Background: an optimization exercise with open tools, aiming at small area and a short achievable clock period. Do not read the settings as production practice.
RTL that was checked went through simulation tests only; none was proved equivalent to the original.
Power and IR drop assume default switching activity.

==> inputs of exp/quartz <==
==> flow/design.v (excerpt) <==
module long_acc4 (
    input  wire         clk,
    input  wire         rst,
    input  wire [1:0]   cmd,
    input  wire [8:0]   open_w,
    input  wire [5:0]   open_c,
    input  wire         open_clamp,
    input  wire         open_lost,
    input  wire [3:0]   fmt_a,
    input  wire [15:0]  a,
    input  wire [7:0]   scale_a,
    input  wire [3:0]   fmt_b,
    input  wire [63:0]  b,
    input  wire [31:0]  scale_b,
    output reg          out_valid,
    output wire [511:0] out_acc,
    output wire         out_clamp,
    output wire         out_lost
);
clock: 26.0 ns
lec_check: 0
cap_margin: 20
core_margin: 2
core_utilization: 35
slew_margin: 20
standard.sh (not shown) runs the stock make flow with config.mk's settings and CLKGATE_MAP_FILE= SYNTH_SCRIPT=/design/flow/synth_recipe.tcl, a recipe that flattens the netlist after the stock synthesis.
==> flow/flow/run.sh <==
#!/bin/bash
# The standard layout, with plain buffers (not delay buffers) on the ports and
# timing repair aimed at 19.3 ns of setup slack.
set -uo pipefail
export BUFFER_PORTS_ARGS="-buffer_cell sky130_fd_sc_hd__buf_1"
export SETUP_SLACK_MARGIN=19.3
bash standard.sh > standard.log 2>&1
==> exp/harbor (differences from exp/quartz) <==
--- a/flow/design.v
+++ b/flow/design.v
@@ -261,17 +261,17 @@
     wire w117 = row[5][9] ^ w80 ^ w81;
     wire w118 = (row[5][9] & w80) | (row[5][9] & w81) | (w80 & w81);
     wire w119 = ~row[4][12] ^ row[5][10] ^ w82;
     wire w120 = (~row[4][12] & row[5][10]) | (~row[4][12] & w82) | (row[5][10] & w82);
     wire w121 = 1'b1 ^ row[5][11];
     wire w122 = 1'b1 & row[5][11];
     wire [22:0] x = {~row[5][12], w120, w118, w116, w114, w112, w110, w108, w106, w104, w102, w100, w98, w96, w94, w92, w90, w88, w86, w84, nx[1], row[0][1], row[0][0]};
     wire [22:0] y = {w122, w121, w119, w117, w115, w113, w111, w109, w107, w105, w103, w101, w99, w97, w95, w93, w91, w89, w87, w85, w83, 1'b0, nx[0]};
-    assign p = x + y;
+    lt_add23 u_cpa (.a(x), .b(y), .s(p));
 endmodule
 module lt_clamp (
     input  wire [22:0] p,
     input  wire [4:0]  dc,
     input  wire        frc,
     output wire        clamp
 );
     reg ge;
@@ -338,16 +338,45 @@
                 n = i + 22 - 16 * k;
                 if (n >= 0 && n <= 37)
                     u[i] = u[i] | (qsel[k] && f[n]);
             end
         end
     end
     assign t = u;
 endmodule
+module lt_add23 (
+    input  wire [22:0] a,
+    input  wire [22:0] b,
+    output wire [22:0] s
+);
+    reg [31:0] g, p, G, P;
+    reg [22:0] c;
+    integer i, l;
+    always @(*) begin
+        p = {9'd0, a ^ b};
+        g = {9'd0, a & b};
+        G = g;
+        P = p;
+        for (l = 1; l < 32; l = l * 2)
+            for (i = 2 * l - 1; i < 32; i = i + 2 * l) begin
+                G[i] = G[i] | (P[i] & G[i-l]);
+                P[i] = P[i] & P[i-l];
+            end
+        for (l = 8; l >= 1; l = l / 2)
+            for (i = 3 * l - 1; i < 32; i = i + 2 * l) begin
+                G[i] = G[i] | (P[i] & G[i-l]);
+                P[i] = P[i] & P[i-l];
+            end
+        c[0] = 1'b0;
+        for (i = 1; i < 23; i = i + 1)
+            c[i] = G[i-1];
+    end
+    assign s = p[22:0] ^ c;
+endmodule
 module lt_flush (
     input  wire [15:0] g,
     input  wire [15:0] p,
     input  wire        en,
     input  wire        clr,
     output wire [15:0] cin
 );
     reg [15:0] gg, pp, gn, pn;
@@ -529,17 +558,17 @@
     wire [3:0]  clB;
     generate
         for (j = 0; j < 4; j = j + 1) begin : g_acc
             wire [127:0] t, sum;
             lt_clamp u_clamp (.p(pM[j]), .dc(dcM[j]), .frc(frcM[j]), .clamp(clB[j]));
             lt_place u_place (
                 .p(pM[j]), .s8(sM[j]), .clamp(clB[j]), .hi(hi), .t(t)
             );
-            wire [127:0] ag = acc[j] & {128{!clrM}};
+            wire [127:0] ag = acc[j];
             reg  [15:1]  pc;
             wire [15:0]  pk = {pc, 1'b0};
             wire [16:0]  sc;                 
             wire [15:0]  lc;                 
             wire [15:0]  sg, sp;
             wire [128:0] cy;
             wire         fl = !updM && !clrM;
             genvar k;
@@ -556,17 +585,17 @@
                 assign cy[k+1] = (ag[k] & tb) | (ag[k] & ci) | (tb & ci);
             end
             for (k = 0; k < 16; k = k + 1) begin : g_sc
                 assign sc[k+1] = cy[8*k+8];
             end
             assign cy[0] = 1'b0;
             assign sc[0] = 1'b0;
             always @(posedge clk) begin
-                acc[j] <= sum;
+                acc[j] <= sum & {128{!clrM}};
                 pc     <= sc[15:1] & {15{updM}};
             end
             assign out_acc[128*j +: 128] = acc[j];
         end
     endgenerate
     always @(posedge clk) begin
         out_valid <= rdM && !rst;
         if (clrM) begin
- CTS_CLUSTER_DIAMETER: default -> 110
- CTS_CLUSTER_SIZE: default -> 22
==> exp/maple (differences from exp/quartz) <==
--- a/flow/design.v
+++ b/flow/design.v
@@ -529,17 +529,17 @@
     wire [3:0]  clB;
     generate
         for (j = 0; j < 4; j = j + 1) begin : g_acc
             wire [127:0] t, sum;
             lt_clamp u_clamp (.p(pM[j]), .dc(dcM[j]), .frc(frcM[j]), .clamp(clB[j]));
             lt_place u_place (
                 .p(pM[j]), .s8(sM[j]), .clamp(clB[j]), .hi(hi), .t(t)
             );
-            wire [127:0] ag = acc[j] & {128{!clrM}};
+            wire [127:0] ag = acc[j];
             reg  [15:1]  pc;
             wire [15:0]  pk = {pc, 1'b0};
             wire [16:0]  sc;                 
             wire [15:0]  lc;                 
             wire [15:0]  sg, sp;
             wire [128:0] cy;
             wire         fl = !updM && !clrM;
             genvar k;
@@ -556,17 +556,17 @@
                 assign cy[k+1] = (ag[k] & tb) | (ag[k] & ci) | (tb & ci);
             end
             for (k = 0; k < 16; k = k + 1) begin : g_sc
                 assign sc[k+1] = cy[8*k+8];
             end
             assign cy[0] = 1'b0;
             assign sc[0] = 1'b0;
             always @(posedge clk) begin
-                acc[j] <= sum;
+                acc[j] <= sum & {128{!clrM}};
                 pc     <= sc[15:1] & {15{updM}};
             end
             assign out_acc[128*j +: 128] = acc[j];
         end
     endgenerate
     always @(posedge clk) begin
         out_valid <= rdM && !rst;
         if (clrM) begin
- CTS_CLUSTER_DIAMETER: default -> 110
- CTS_CLUSTER_SIZE: default -> 22
- PLACE_DENSITY: default -> 0.5
==> exp/lagoon (differences from exp/quartz) <==
--- a/flow/design.v
+++ b/flow/design.v
@@ -529,17 +529,17 @@
     wire [3:0]  clB;
     generate
         for (j = 0; j < 4; j = j + 1) begin : g_acc
             wire [127:0] t, sum;
             lt_clamp u_clamp (.p(pM[j]), .dc(dcM[j]), .frc(frcM[j]), .clamp(clB[j]));
             lt_place u_place (
                 .p(pM[j]), .s8(sM[j]), .clamp(clB[j]), .hi(hi), .t(t)
             );
-            wire [127:0] ag = acc[j] & {128{!clrM}};
+            wire [127:0] ag = acc[j];
             reg  [15:1]  pc;
             wire [15:0]  pk = {pc, 1'b0};
             wire [16:0]  sc;                 
             wire [15:0]  lc;                 
             wire [15:0]  sg, sp;
             wire [128:0] cy;
             wire         fl = !updM && !clrM;
             genvar k;
@@ -556,17 +556,17 @@
                 assign cy[k+1] = (ag[k] & tb) | (ag[k] & ci) | (tb & ci);
             end
             for (k = 0; k < 16; k = k + 1) begin : g_sc
                 assign sc[k+1] = cy[8*k+8];
             end
             assign cy[0] = 1'b0;
             assign sc[0] = 1'b0;
             always @(posedge clk) begin
-                acc[j] <= sum;
+                acc[j] <= sum & {128{!clrM}};
                 pc     <= sc[15:1] & {15{updM}};
             end
             assign out_acc[128*j +: 128] = acc[j];
         end
     endgenerate
     always @(posedge clk) begin
         out_valid <= rdM && !rst;
         if (clrM) begin
- CORE_UTILIZATION: 35 -> 40
==> comparison table <==
metric                                                                      exp/quartz                 exp/maple                exp/harbor                exp/lagoon
Run status                                            no timing/DRC/antenna violations  no timing/DRC/antenna violations  no timing/DRC/antenna violations  no timing/DRC/antenna violations
CTS resizes                                                                        285                       246                       463                       162
Worst Path Arrival                                                             7.42 ns                   1.47 ns                   1.49 ns                   1.47 ns
Layout fillers                                                                  23,670                    23,350                    23,340                    19,600
Area share of fa/ha/maj cells after synthesis                                   22.90%                    23.19%                    24.11%                    23.19%
TAP cells                                                                        3,132                     3,026                     3,043                     2,672
Multi-input combinational area share                                            62.04%                    65.27%                    65.26%                    64.22%
Sequential group share of total power                                            15.7%                     16.8%                     17.3%                     15.9%
Crit-path slowest cell                                       sky130_fd_sc_hd__a21boi_2  sky130_fd_sc_hd__dfxtp_2  sky130_fd_sc_hd__dfxtp_4  sky130_fd_sc_hd__dfxtp_1
Utilization after layout                                                        40.41%                    39.30%                    39.01%                    45.54%
Category of the worst setup path launch point                               input port                  register                  register                  register
Half-perimeter wire length of the detailed placement result                 273,700 um                263,400 um                269,400 um                248,900 um
Antenna diode instance count                                                         9                        11                         8                         5
Min setup slack post-route                                                    19.29 ns                  19.33 ns                  19.31 ns                  19.33 ns
Power share of the clock group                                                   10.9%                      7.2%                      7.4%                     11.3%
Post-synth net total                                                            11,100                    10,410                    10,320                    10,410
Routed vias                                                                     78,950                    72,870                    74,140                    74,530
Register area                                                               18,790 um2                18,900 um2                18,960 um2                18,790 um2
TritonCTS Buffers                                                                  113                        57                        57                       110
Only the layout flow was run in exp/harbor; the RTL was not checked for function there.

## separate check: timing with driven ports
Ports are ideal in the flow. The routed layouts listed here were re-timed in OpenROAD. Step 1 sets driving cells, clkbuf_16 on the clock port and buf_2 on the other inputs (assumed; they add their load-dependent delay and slew). Step 2 times the ports against the registers' clock, not the clock port: input delays grow and output delays shrink by t, the midpoint of the rising clock arrivals with the driver on. Three values: no drivers, after step 1, after step 2; two values: the first two.
| run | t (ns) | slack for setup (ns) | worst slew at a driven data input, ns |
|---|---|---|---|
| exp/quartz | 0.889 | 19.289 / 19.215 / 18.467 | 0.10 |
| exp/harbor | 0.848 | 19.310 / 19.228 / 18.619 | 0.08 |
| exp/maple | 0.851 | 19.334 / 19.236 / 18.680 | 0.13 |
| exp/lagoon | 0.877 | 19.335 / 19.248 / 18.538 | 0.09 |
After both steps every run listed still meets setup and hold. For exp/quartz, which loses most, drivers alone change the setup slack by -0.074 ns; drivers and shift together by -0.822 ns.
